Background: an optimization exercise with open tools, aiming at small area, a short achievable clock period and few clock cycles. Do not read the settings as production practice.
Only simulation tests tie the RTL to the original design; equivalence was not proved.
Power figures rest on the tool's default switching activity, not on a simulated workload.

File: flow/design.v
module cvu (
    input  wire        clk,
    input  wire        rst,       
    input  wire        req,
    input  wire        we,
    input  wire [3:0]  addr,      
    input  wire [31:0] wdata,
    output wire        ready,
    output reg         rvalid,
    output reg  [31:0] rdata
);
    localparam A_CFG      = 4'd0;
    localparam A_CTRL     = 4'd1;
    localparam A_POLY_LO  = 4'd2;
    localparam A_POLY_HI  = 4'd3;
    localparam A_INIT_LO  = 4'd4;
    localparam A_INIT_HI  = 4'd5;
    localparam A_VALUE_LO = 4'd6;
    localparam A_VALUE_HI = 4'd7;
    localparam A_RES_LO   = 4'd8;
    localparam A_RES_HI   = 4'd9;
    localparam A_DATA8    = 4'd10;
    localparam A_DATA16   = 4'd11;
    localparam A_DATA32   = 4'd12;
    reg  [5:0]  width;            
    reg         refin, refout, finv, mode;
    reg  [63:0] poly, init_v;
    reg  [63:0] v;                
    reg  [31:0] poly_lo_hold, init_lo_hold, value_lo_hold;
    reg  [31:0] poly_hi_latch, init_hi_latch, value_hi_latch, res_hi_latch;
    reg  [31:0] fbuf;             
    reg  [5:0]  fcnt;             
    assign ready = (fcnt == 6'd0);
    wire acc = req && ready && !rst;
    wire [63:0] mask = {64{1'b1}} >> (6'd63 - width);
    wire [63:0] new_mask = {64{1'b1}} >> (6'd63 - wdata[5:0]);
    wire        top = fbuf[0] ^ v[width];
    wire [63:0] v_crc = ((v << 1) & mask) ^ (top ? poly : 64'd0);
    wire [63:0] v_sum = (v + {56'd0, fbuf[7:0]}) & mask;
    reg  [31:0] feed_bits;
    integer i;
    always @* begin
        for (i = 0; i < 32; i = i + 1)
            feed_bits[i] = (refin || mode) ? wdata[i] : wdata[(i & ~7) + 7 - (i & 7)];
    end
    reg  [63:0] rev, result;
    integer j;
    always @* begin
        for (j = 0; j < 64; j = j + 1)
            rev[j] = v[63 - j];
        result = v;
        if (!mode && refout)
            result = rev >> (6'd63 - width);
        if (finv)
            result = result ^ mask;
    end
    always @(posedge clk) begin
        if (rst) begin
            width         <= 6'd31;
            refin         <= 1'b0;
            refout        <= 1'b0;
            finv          <= 1'b0;
            mode          <= 1'b0;
            poly          <= 64'd0;
            init_v        <= 64'd0;
            v             <= 64'd0;
            poly_lo_hold  <= 32'd0;
            init_lo_hold  <= 32'd0;
            value_lo_hold <= 32'd0;
            fbuf          <= 32'd0;
            fcnt          <= 6'd0;
        end else if (fcnt != 6'd0) begin
            if (mode) begin
                v    <= v_sum;
                fbuf <= fbuf >> 8;
                fcnt <= fcnt - 6'd8;
            end else begin
                v    <= v_crc;
                fbuf <= fbuf >> 1;
                fcnt <= fcnt - 6'd1;
            end
        end else if (acc && we) begin
            case (addr)
                A_CFG: begin
                    width  <= wdata[5:0];
                    refin  <= wdata[8];
                    refout <= wdata[9];
                    finv   <= wdata[10];
                    mode   <= wdata[12];
                    poly   <= poly & new_mask;
                    init_v <= init_v & new_mask;
                    v      <= v & new_mask;
                end
                A_CTRL:
                    if (wdata[0])
                        v <= init_v;
                A_POLY_LO:  poly_lo_hold <= wdata;
                A_POLY_HI: begin
                    poly         <= {wdata, poly_lo_hold} & mask;
                    poly_lo_hold <= 32'd0;
                end
                A_INIT_LO:  init_lo_hold <= wdata;
                A_INIT_HI: begin
                    init_v       <= {wdata, init_lo_hold} & mask;
                    init_lo_hold <= 32'd0;
                end
                A_VALUE_LO: value_lo_hold <= wdata;
                A_VALUE_HI: begin
                    v             <= {wdata, value_lo_hold} & mask;
                    value_lo_hold <= 32'd0;
                end
                A_DATA8: begin
                    fbuf <= feed_bits;
                    fcnt <= 6'd8;
                end
                A_DATA16: begin
                    fbuf <= feed_bits;
                    fcnt <= 6'd16;
                end
                A_DATA32: begin
                    fbuf <= feed_bits;
                    fcnt <= 6'd32;
                end
                default: ;
            endcase
        end
    end
    always @(posedge clk) begin
        if (rst) begin
            rvalid         <= 1'b0;
            rdata          <= 32'd0;
            poly_hi_latch  <= 32'd0;
            init_hi_latch  <= 32'd0;
            value_hi_latch <= 32'd0;
            res_hi_latch   <= 32'd0;
        end else begin
            rvalid <= acc && !we;
            if (acc && !we) begin
                case (addr)
                    A_CFG:      rdata <= {19'd0, mode, 1'b0, finv, refout, refin, 2'd0, width};
                    A_POLY_LO: begin
                        rdata         <= poly[31:0];
                        poly_hi_latch <= poly[63:32];
                    end
                    A_POLY_HI:  rdata <= poly_hi_latch;
                    A_INIT_LO: begin
                        rdata         <= init_v[31:0];
                        init_hi_latch <= init_v[63:32];
                    end
                    A_INIT_HI:  rdata <= init_hi_latch;
                    A_VALUE_LO: begin
                        rdata          <= v[31:0];
                        value_hi_latch <= v[63:32];
                    end
                    A_VALUE_HI: rdata <= value_hi_latch;
                    A_RES_LO: begin
                        rdata        <= result[31:0];
                        res_hi_latch <= result[63:32];
                    end
                    A_RES_HI:   rdata <= res_hi_latch;
                    default:    rdata <= 32'd0;
                endcase
            end
        end
    end
endmodule
File: flow/run.sh
#!/bin/bash
# synth_recipe.tcl (not shown) runs the flow's synth.tcl, then flattens the netlist and writes it again
# the make line also repeats each setting of config.mk as NAME=value (left out here)
make -C /OpenROAD-flow-scripts/flow DESIGN_CONFIG=/design/flow/config.mk WORK_HOME=/design/flow/orfs CLKGATE_MAP_FILE= SYNTH_SCRIPT=/design/flow/synth_recipe.tcl finish
File: flow/config.mk
export PLATFORM = sky130hd
export DESIGN_NAME = cvu
export DESIGN_NICKNAME = cvu
export VERILOG_FILES = /design/flow/design.v
export SDC_FILE = /design/flow/constraint.sdc
export NUM_CORES = 4
export LEC_CHECK = 0
export CAP_MARGIN = 20
export CORE_MARGIN = 2
export CORE_UTILIZATION = 30
export PLACE_DENSITY = 0.5
export SLEW_MARGIN = 20
File: flow/constraint.sdc
create_clock -name core_clock -period 24.0 [get_ports {clk}]
set_input_delay 4.8000 -clock core_clock [delete_from_list [all_inputs] [get_ports {clk}]]
set_output_delay 4.8000 -clock core_clock [all_outputs]
set_load 0.01 [all_outputs]
==> summary.txt <==
Floorplan
  – Top Ports: 74
  – Total die area: 110,000 µm²
  – Core area: ~110,000 µm²
  – Row count: 120
  – Die X: between 300 and 400 µm
  – Die height: 331 µm
  – Starting Density: between 30% and 40%

Critical path
  – Worst setup EP type: flop
  – Reg2reg start: width[1]
  – Crit Path Category: in -> reg
  – CP most frequent cell: nor2_1
  – Critical Path AT: 8.91 ns
  – CP Launch Type: primary input
  – Slowest CP cell: nand3_1
  – Worst path max stage delay: roughly 1.1 ns
  – WP data required: about 25 ns
  – Worst-path maximum fanout: 19
  – Reg2reg path depth: 12
  – FF-to-FF End: v[8]
  – Worst path cell trace: clkdlybuf4s50_1 > nand3_1 > nand2_1 > buf_4 > nor2_1 > a32oi_1 > o21ai_0 > nor2_1 > or4_1 > a21oi_1
  – Reg2Reg Setup Slack: roughly 17 ns

Drt
  – WL/cell: roughly 35 µm
  – Vias/cell: about 6.6
  – DRC: 0
  – Routed Antenna Nets: 0
  – Detailed Route Iter0 Violations: approximately 7,300
  – Final wirelength: 199,000 µm
  – Via count: 38,000
  – Initial DRT Pass Iterations: 10

Synth
  – Syn Nets: around 4,500
  – Area share of xor/xnor cells in the synthesized design: 3.51%
  – Post-synth top flop: dfxtp_1
  – Synth top cells by count: nand2_1, a21oi_1, dfxtp_1, clkbuf_1, nor2_1
  – Yosys reg bits: around 500
  – Synth top area share: 30.9%
  – EDFF count, synth: 0
  – Mux contribution to synthesized area: 8.86%
  – Main combinational cell family by area after synthesis: compound AO/OA/AOI/OAI gates
  – Post-Synth Simple-Gate Area: between 20% and 30%
  – Post-Syn Area: between 30,000 and 40,000 µm²
  – Post-synthesis async set-or-reset flop share: 0%
  – Syn_area_per_cell: roughly 7.2 µm²
  – Seq/Total Area, Yosys: 30.9%
  – Mapped Cells: 4,448
  – Synth top area cells: dfxtp_1, nand2_1, a21oi_1, mux4_2, clkbuf_1
  – Ys Warns: 1
  – Compound-Gate Fraction of Synth Area: approximately 27%
  – Most frequent cell after synthesis: nand2_1
  – Count of different cell masters after synthesis: a little over 70
  – Area leader, netlist: dfxtp_1
  – Adder-Cell Fraction of Synth Area: less than 1%

Finish
  – Layout overhead on the synthesized area: 14.0%
  – FILL cells: 11,500
  – Multi-input logic area: just over 20,000 µm²
  – Fraction of layout cells with a size suffix above 1: between 10% and 20%
  – Register Area: between 9000 and 10,000 µm²
  – Post-route cell area: ~37,000 µm²
  – Nets@finish: approximately 4,400

Global route
  – Global-route wire length before repair: 276,000 µm
  – Vias in the first global route: between 30,000 and 40,000
  – Gr usage total: approximately a third
  – Pin count of the biggest net entering global routing: 71
  – Initial antenna violation count: 17
  – GRT overflow: 0

STA
  – Count of final setup violators: 0
  – Final setup TNS: 0 ns
  – Fin worst setup slack: 15.63 ns
  – Slew @ Worst Pin: between 1 and 1.5 ns
  – Final min period: between 8 and 9 ns
  – RSZ-0062 raised after global routing: no
  – Final Hold Viols: 0
  – Period utilisation layout: 34.9%
  – Hold slack: about 0.45 ns
  – Max_slew headroom: between 10% and 20%
  – Fmax achieved: 0.120 GHz
  – Clk_skew: roughly 0.036 ns
  – Slew Viols, Final: 0

Clock tree
  – Sink Count: ~500
  – Post-CTS Hold Buffers: 0
  – CTS Root Cell: clkbuf_16
  – Clk slew on worst S/H paths: 0.07 ns
  – Clock buffer count from CTS: 60
  – Post-cts repair resize count: 0
  – CTS tree: done
  – Htree depth: 2
  – Post-CTS setup buffer count: 0
  – Worst-Skew Late Latency: 0.70 ns
  – Clk buf depth: 3

Pwr
  – P per Cell Area: between 90 and 100 nW/µm²
  – P_leak: approximately 12 nW
  – Worst VDD drop: 0.0617 mV

Place
  – Dpl hpwl: about 140,000 µm
  – Placed cell area: roughly 34,000 µm²
  – # port buffers: 73
  – Place WS: 15.04 ns
  – Routability-driven placement congestion ratio: ~1.0

Run status
  – Status: complete, no violations

Min path
  – Worst Hold Class: reg -> reg
  – Number of stages on the worst hold path: 2
  – Worst Hold End: value_hi_latch[19]
  – Hold path start: v[51]

Job
  – Max-Cap Viols: 0
==> power by group <==
part | internal (mW) | total, mW | switching [mW]
Clock | 0.622 | 1.04 | 0.420
Sequential | 0.886 | 0.956 | 0.0693
Combinational | 0.439 | 1.42 | 0.978
==> critical path, delay by kind of cell <==
family	cells	cell delay, ns
compound gates	3	0.36
buf+inv	2	1.33
simple gates	5	2.39
==> routing by layer <==
metal | GRT usage (%) | wire length [µm]
met1 | 44.9 | 75800
met2 | 47.6 | 77800
met3 | 13.3 | 29500
met4 | 22.5 | 15900
met5 | 0.347 | 210
==> through the flow <==
step / std cells / power [mW] / utilization [%]
global route: 5763 / 3.48 / 34.3
CTS: 5763 / 3.33 / 34.3
finish: 5771 / 3.42 / 34.4
global placement: 5652 / 2.30 / 32.2
detailed placement: 5652 / 2.30 / 32.3
floorplan: 4448 / 1.74 / -
==> flip-flops by register name, indices dropped and copies added (netlist names), 32 cells and up <==
signal and count:
init_v 64, poly 64, v 64, fbuf 32
init_hi_latch 32, init_lo_hold 32, poly_hi_latch 32, poly_lo_hold 32
rdata 32, res_hi_latch 32, value_hi_latch 32, value_lo_hold 32
==> kinds of logic (layout without fill, tap and decap cells) <==
family          count (synthesis)  count (layout)
fa+ha+maj                      11              11
buf+inv                       478             390
simple gates                 1733            1733
xor+xnor                      129             129
other cells                     0               8
flops                         497             497
mux                           183             183
compound gates               1417            1417
==> layout by cell type, fill, tap and decap left out, types with 72 or more instances in the layout <==
cell type | netlist | layout
nor2_1 | 351 | 337
a22oi_1 | 89 | 89
a31oi_1 | 72 | 72
a21oi_1 | 569 | 569
xnor2_1 | 79 | 79
nand2_1 | 881 | 876
mux4_2 | 77 | 77
nand3_1 | 216 | 215
dfxtp_1 | 497 | 489
o21ai_0 | 258 | 256
buf_4 | 7 | 181
a211oi_1 | 103 | 103
==> worst max path at each step <==
stage / startpoint / end
floorplan: fcnt[0] / ready
global placement: addr[3] / v[55]
global route: addr[1] / poly[26]
CTS: addr[1] / v[55]
finish: addr[1] / v[55]
detailed placement: addr[3] / v[55]
==> area by class of cell <==
cell class,instances,share of cell area (%)
multi-input combinational,3473,56.1
sequential,497,27.2
timing repair buffer,254,5.67
tap,1403,4.79
clock buffer,81,4.72
clock inverter,30,1.27
inverter,25,0.256
antenna,8,0.0546
Testbench counts, summed over its fixed seeds: cycles 66,274.

-- afterwards: timing with drivers on the ports --
No port has a modelled driver above. Below, the same layout with a new extraction and two added sets of constraints.
Step 1, drivers: a clkbuf_16 drives clk and a buf_2 each remaining input, both assumed.
Step 2, shift: input delay + t, output delay - t, t = (earliest + latest rising clock arrival at the registers) / 2. This alone moves slack from input paths to output paths.
a / b / c = ideal / step 1 / step 2; a / b = the first two.
t, ns: 0.752
slack for setup (ns): 15.634 / 15.676 / 14.924
latest minus earliest clock arrival (ns): 0.039 / 0.038
slew at the worst register clock pin (ns): 0.07 / 0.07
After both steps setup and hold are still met in this run. The setup slack of this run moves by +0.042 ns with the drivers and by -0.710 ns with both steps.
